This is an optimization exercise on Yosys and OpenROAD, whose aim is small area and a short achievable clock period, not a production implementation.
Where RTL was checked, it was by simulation tests only, not by an equivalence proof against the original.
No activity file was given, so power comes from the tool's default toggle rates.

== the previous run ==
==> flow/design.v (excerpt) <==
module enc_top (
    input  wire        clk,
    input  wire        rst,           
    input  wire        en,            
    input  wire [7:0]  filt_n,        
    input  wire        invert,        
    input  wire        enc_a,
    input  wire        enc_b,
    input  wire        clr_unc,       
    output reg  [47:0] count,         
    output wire [55:0] p256,          
    output wire        fwd,           
    output wire        still,         
    output wire [23:0] deff,          
    output reg  [23:0] delta,         
    output reg         uncertain,     
    output reg  [23:0] ill_count      
);
    localparam [23:0] M24 = 24'hFFFFFF;
    genvar i;
    reg  [7:0] n_q;
    wire [8:0] nz;                  
    wire [7:0] y;                   
    assign nz[0] = 1'b1;
    generate
        for (i = 0; i < 8; i = i + 1) begin : g_y
            assign nz[i+1] = nz[i] & ~n_q[i];
  ...
Size: ~2,400 cells after synthesis, about 280 flip-flops, roughly 190 I/O pins, ~21,000 sq um of cells after synthesis.
==> flow/config.mk <==
export PLATFORM = sky130hd
export DESIGN_NAME = enc_top
export DESIGN_NICKNAME = enc_top
export VERILOG_FILES = /design/flow/design.v
export SDC_FILE = /design/flow/constraint.sdc
export NUM_CORES = 4
export LEC_CHECK = 0
export CAP_MARGIN = 20
export CORE_MARGIN = 2
export CORE_UTILIZATION = 40
export SLEW_MARGIN = 20
==> flow/constraint.sdc <==
create_clock -name core_clock -period 110.0 [get_ports {clk}]
set_input_delay 22.0000 -clock core_clock [delete_from_list [all_inputs] [get_ports {clk}]]
set_output_delay 22.0000 -clock core_clock [all_outputs]
set_load 0.01 [all_outputs]
standard.sh (not shown) runs the stock make flow with config.mk's settings and CLKGATE_MAP_FILE= SYNTH_SCRIPT=/design/flow/synth_recipe.tcl, a recipe that flattens the netlist after the stock synthesis.
==> flow/flow/run.sh <==
#!/bin/bash
# The standard layout, with plain buffers on the ports instead of the
# delay cell buffer_ports picks by default, and a clock tree of smaller
# buffers without dummy loads. Each tool's output goes to its own log
# here; ORFS keeps its step logs under orfs/logs.
set -euo pipefail
export BUFFER_PORTS_ARGS="-buffer_cell sky130_fd_sc_hd__buf_2"
export CTS_ARGS="-sink_clustering_enable -repair_clock_nets -dont_use_dummy_load -buf_list sky130_fd_sc_hd__clkbuf_4 -sink_clustering_size 8 -sink_clustering_max_diameter 40"
bash standard.sh > standard.log 2>&1
The previous run finished every step from synthesis to the final layout, and the layout passed the timing, design-rule and antenna checks.
#### Input delta (the current run over the previous run)
==> flow/flow/run.sh <==
#!/bin/bash
# The standard layout, with plain buffers on the ports instead of the
# delay cell buffer_ports picks by default. Each tool's output goes to
# its own log here; ORFS keeps its step logs under orfs/logs.
set -euo pipefail
export BUFFER_PORTS_ARGS="-buffer_cell sky130_fd_sc_hd__buf_2"
bash standard.sh > standard.log 2>&1
==> results.txt <==
- Comparing the previous run and the current run, slew at the pin with the worst max-slew slack is lower on the previous run.
- The higher clock group total power came out of the current run.
- Between the current run and the previous run, it is the current run whose met1 track demand over resource in global routing is lower, by 0.22 points.
- Combinational group share of total power in the current run is 6.8 points below the previous run.
- Measured against each other, the previous run and the current run differ in utilization, the higher figure coming from the current run.
- Overall routed net length (the current run over the previous run): increase, 360 microns
- Cell area after layout delta for the current run relative to the previous run: 3.5% higher

========
Another version of the RTL of enc_top (not shown whole).
For scale: ~2400 cells after synthesis, roughly 280 flip-flops, roughly 190 I/O pins.
clock: 110.0 ns
lec_check: 0
cap_margin: 20
core_margin: 2
core_utilization: 40
slew_margin: 20
==> flow/flow/run.sh <==
#!/bin/bash
# The standard layout, with plain buffers on the ports instead of the
# delay cell buffer_ports picks by default, and a clock tree of smaller
# buffers without dummy loads. Each tool's output goes to its own log
# here; ORFS keeps its step logs under orfs/logs.
set -euo pipefail
export BUFFER_PORTS_ARGS="-buffer_cell sky130_fd_sc_hd__buf_2"
export CTS_ARGS="-sink_clustering_enable -repair_clock_nets -dont_use_dummy_load -buf_list sky130_fd_sc_hd__clkbuf_8 -sink_clustering_size 16 -sink_clustering_max_diameter 60"
bash standard.sh > standard.log 2>&1
Next try:
--- a/flow/flow/run.sh
+++ b/flow/flow/run.sh
@@ -8,2 +8,3 @@
 export CTS_ARGS="-sink_clustering_enable -repair_clock_nets -dont_use_dummy_load -buf_list sky130_fd_sc_hd__clkbuf_8 -sink_clustering_size 16 -sink_clustering_max_diameter 60"
+export SETUP_SLACK_MARGIN=85
 bash standard.sh > standard.log 2>&1
Outcome: The new run passed the timing, design-rule and antenna checks; total power is about the same; synthesized area is unchanged; setup slack gets better by 0.70 ns; core utilization rose by 0.64 points; clock power stays flat; sequential share of layout area fell by 0.33 points; worst hold slack stays flat; synthesized cell count stays the same; via count rose by 0.89%; cell area rose by 1.5%; critical path depth rose by 1.
No run of this note included a check of the RTL's function; only the layout flow was run.

========
enc_top, a different RTL version from the one above (not shown whole).
Size: ~2100 cells after synthesis, about 280 flip-flops.
clock: 110.0 ns
lec_check: 0
cap_margin: 20
core_margin: 2
core_utilization: 40
slew_margin: 20
==> flow/flow/run.sh <==
#!/bin/bash
# The standard layout, with plain buffers on the ports instead of the
# delay cell buffer_ports picks by default, and a clock tree of smaller
# buffers without dummy loads. Each tool's output goes to its own log
# here; ORFS keeps its step logs under orfs/logs.
set -euo pipefail
export BUFFER_PORTS_ARGS="-buffer_cell sky130_fd_sc_hd__buf_2"
export CTS_ARGS="-sink_clustering_enable -repair_clock_nets -dont_use_dummy_load -buf_list sky130_fd_sc_hd__clkbuf_8 -sink_clustering_size 16 -sink_clustering_max_diameter 60"
export SETUP_SLACK_MARGIN=85
bash standard.sh > standard.log 2>&1
Next try:
--- a/flow/flow/run.sh
+++ b/flow/flow/run.sh
@@ -9 +8,0 @@
-export SETUP_SLACK_MARGIN=85
Worst setup slack degrades by 840 ps. Clock-buffer cell count goes up by 1. Utilization goes down by 1.8 points. Worst hold slack improves by 13 ps. Final cell count goes down by 1.5%.

========
== old ==
enc_top, a different RTL version from the one above (not shown whole).
For scale: about 2200 cells after synthesis, ~280 flip-flops, roughly 20000 µm² of cells after synthesis.
clock: 110.0 ns
lec_check: 0
cap_margin: 20
core_margin: 2
core_utilization: 40
slew_margin: 20
==> flow/flow/run.sh <==
#!/bin/bash
# The standard layout, with plain buffers on the ports instead of the
# delay cell buffer_ports picks by default, and a clock tree of smaller
# buffers without dummy loads. Each tool's output goes to its own log
# here; ORFS keeps its step logs under orfs/logs.
set -euo pipefail
export BUFFER_PORTS_ARGS="-buffer_cell sky130_fd_sc_hd__buf_1"
export CTS_ARGS="-sink_clustering_enable -repair_clock_nets -dont_use_dummy_load -buf_list sky130_fd_sc_hd__clkbuf_8 -sink_clustering_size 16 -sink_clustering_max_diameter 60"
export SETUP_SLACK_MARGIN=85.0
bash standard.sh > standard.log 2>&1
old reached the final stage; the timing, design-rule and antenna checks on its layout passed.
Setup changes, old to new
--- a/flow/flow/run.sh
+++ b/flow/flow/run.sh
@@ -9 +9 @@
-export SETUP_SLACK_MARGIN=85.0
+export SETUP_SLACK_MARGIN=84.6
--- a/flow/config.mk
+++ b/flow/config.mk
@@ -10 +10 @@
-export CORE_UTILIZATION = 40
+export CORE_UTILIZATION = 60
- new and old ended up with nearly the same switching part of the total power.
- On fraction of area in clock buffers and inverters, new and old are basically level.
- Vertical die dimension shrinks by more than 10% when moving from old to new.
- Diff old -> new | routed wire length on met3 | increase of 14%
- new and old ended up with nearly the same total power.
- Compared with old, new instantiates a smaller number of cells.

## what the ideal ports hide
The results above use ideal ports. As a check the final layouts listed here were re-extracted and re-timed, cells and wires unchanged. Step 1: set_driving_cell puts a clkbuf_16 on clk and a buf_2 on each other input, an assumption about the parent block. Step 2 adds t to the input delays and takes it off the output delays; t is the mean of the earliest and latest rising clock arrival at the registers after step 1. Input paths then give back, and output paths get back, about the clock's delay inside the block. Slacks: ideal ports / drivers / drivers and shift; pairs: ideal ports / drivers.
| run | shift t [ns] | setup slack, ns | worst setup path at the end | latest minus earliest clock arrival (ns) | pins driven straight from the clock port |
|---|---|---|---|---|---|
| the previous run | 0.823 | 83.976 / 83.924 / 83.930 | input to register | 0.163 / 0.163 | 1 |
| the current run | 0.605 | 84.175 / 84.121 / 83.849 | input to register | 0.024 / 0.024 | 1 |
| the first run of note 2 | 0.658 | 83.878 / 83.824 / 84.080 | input to register | 0.079 / 0.079 | 1 |
| the second run of note 2 | 0.658 | 84.574 / 84.520 / 84.595 | input to register | 0.079 / 0.079 | 1 |
| the first run of note 3 | 0.662 | 84.719 / 84.664 / 84.666 | input to register | 0.042 / 0.042 | 1 |
| the second run of note 3 | 0.671 | 83.880 / 83.829 / 83.839 | input to register | 0.143 / 0.143 | 1 |
| old | 0.686 | 85.051 / 85.000 / 84.578 | input to register | 0.100 / 0.100 | 1 |
| new | 0.641 | 84.801 / 84.751 / 84.339 | input to register | 0.072 / 0.072 | 1 |
After both steps setup and hold are still met in every run listed. For old, which loses most, drivers alone change the setup slack by -0.051 ns; drivers and shift together by -0.473 ns.
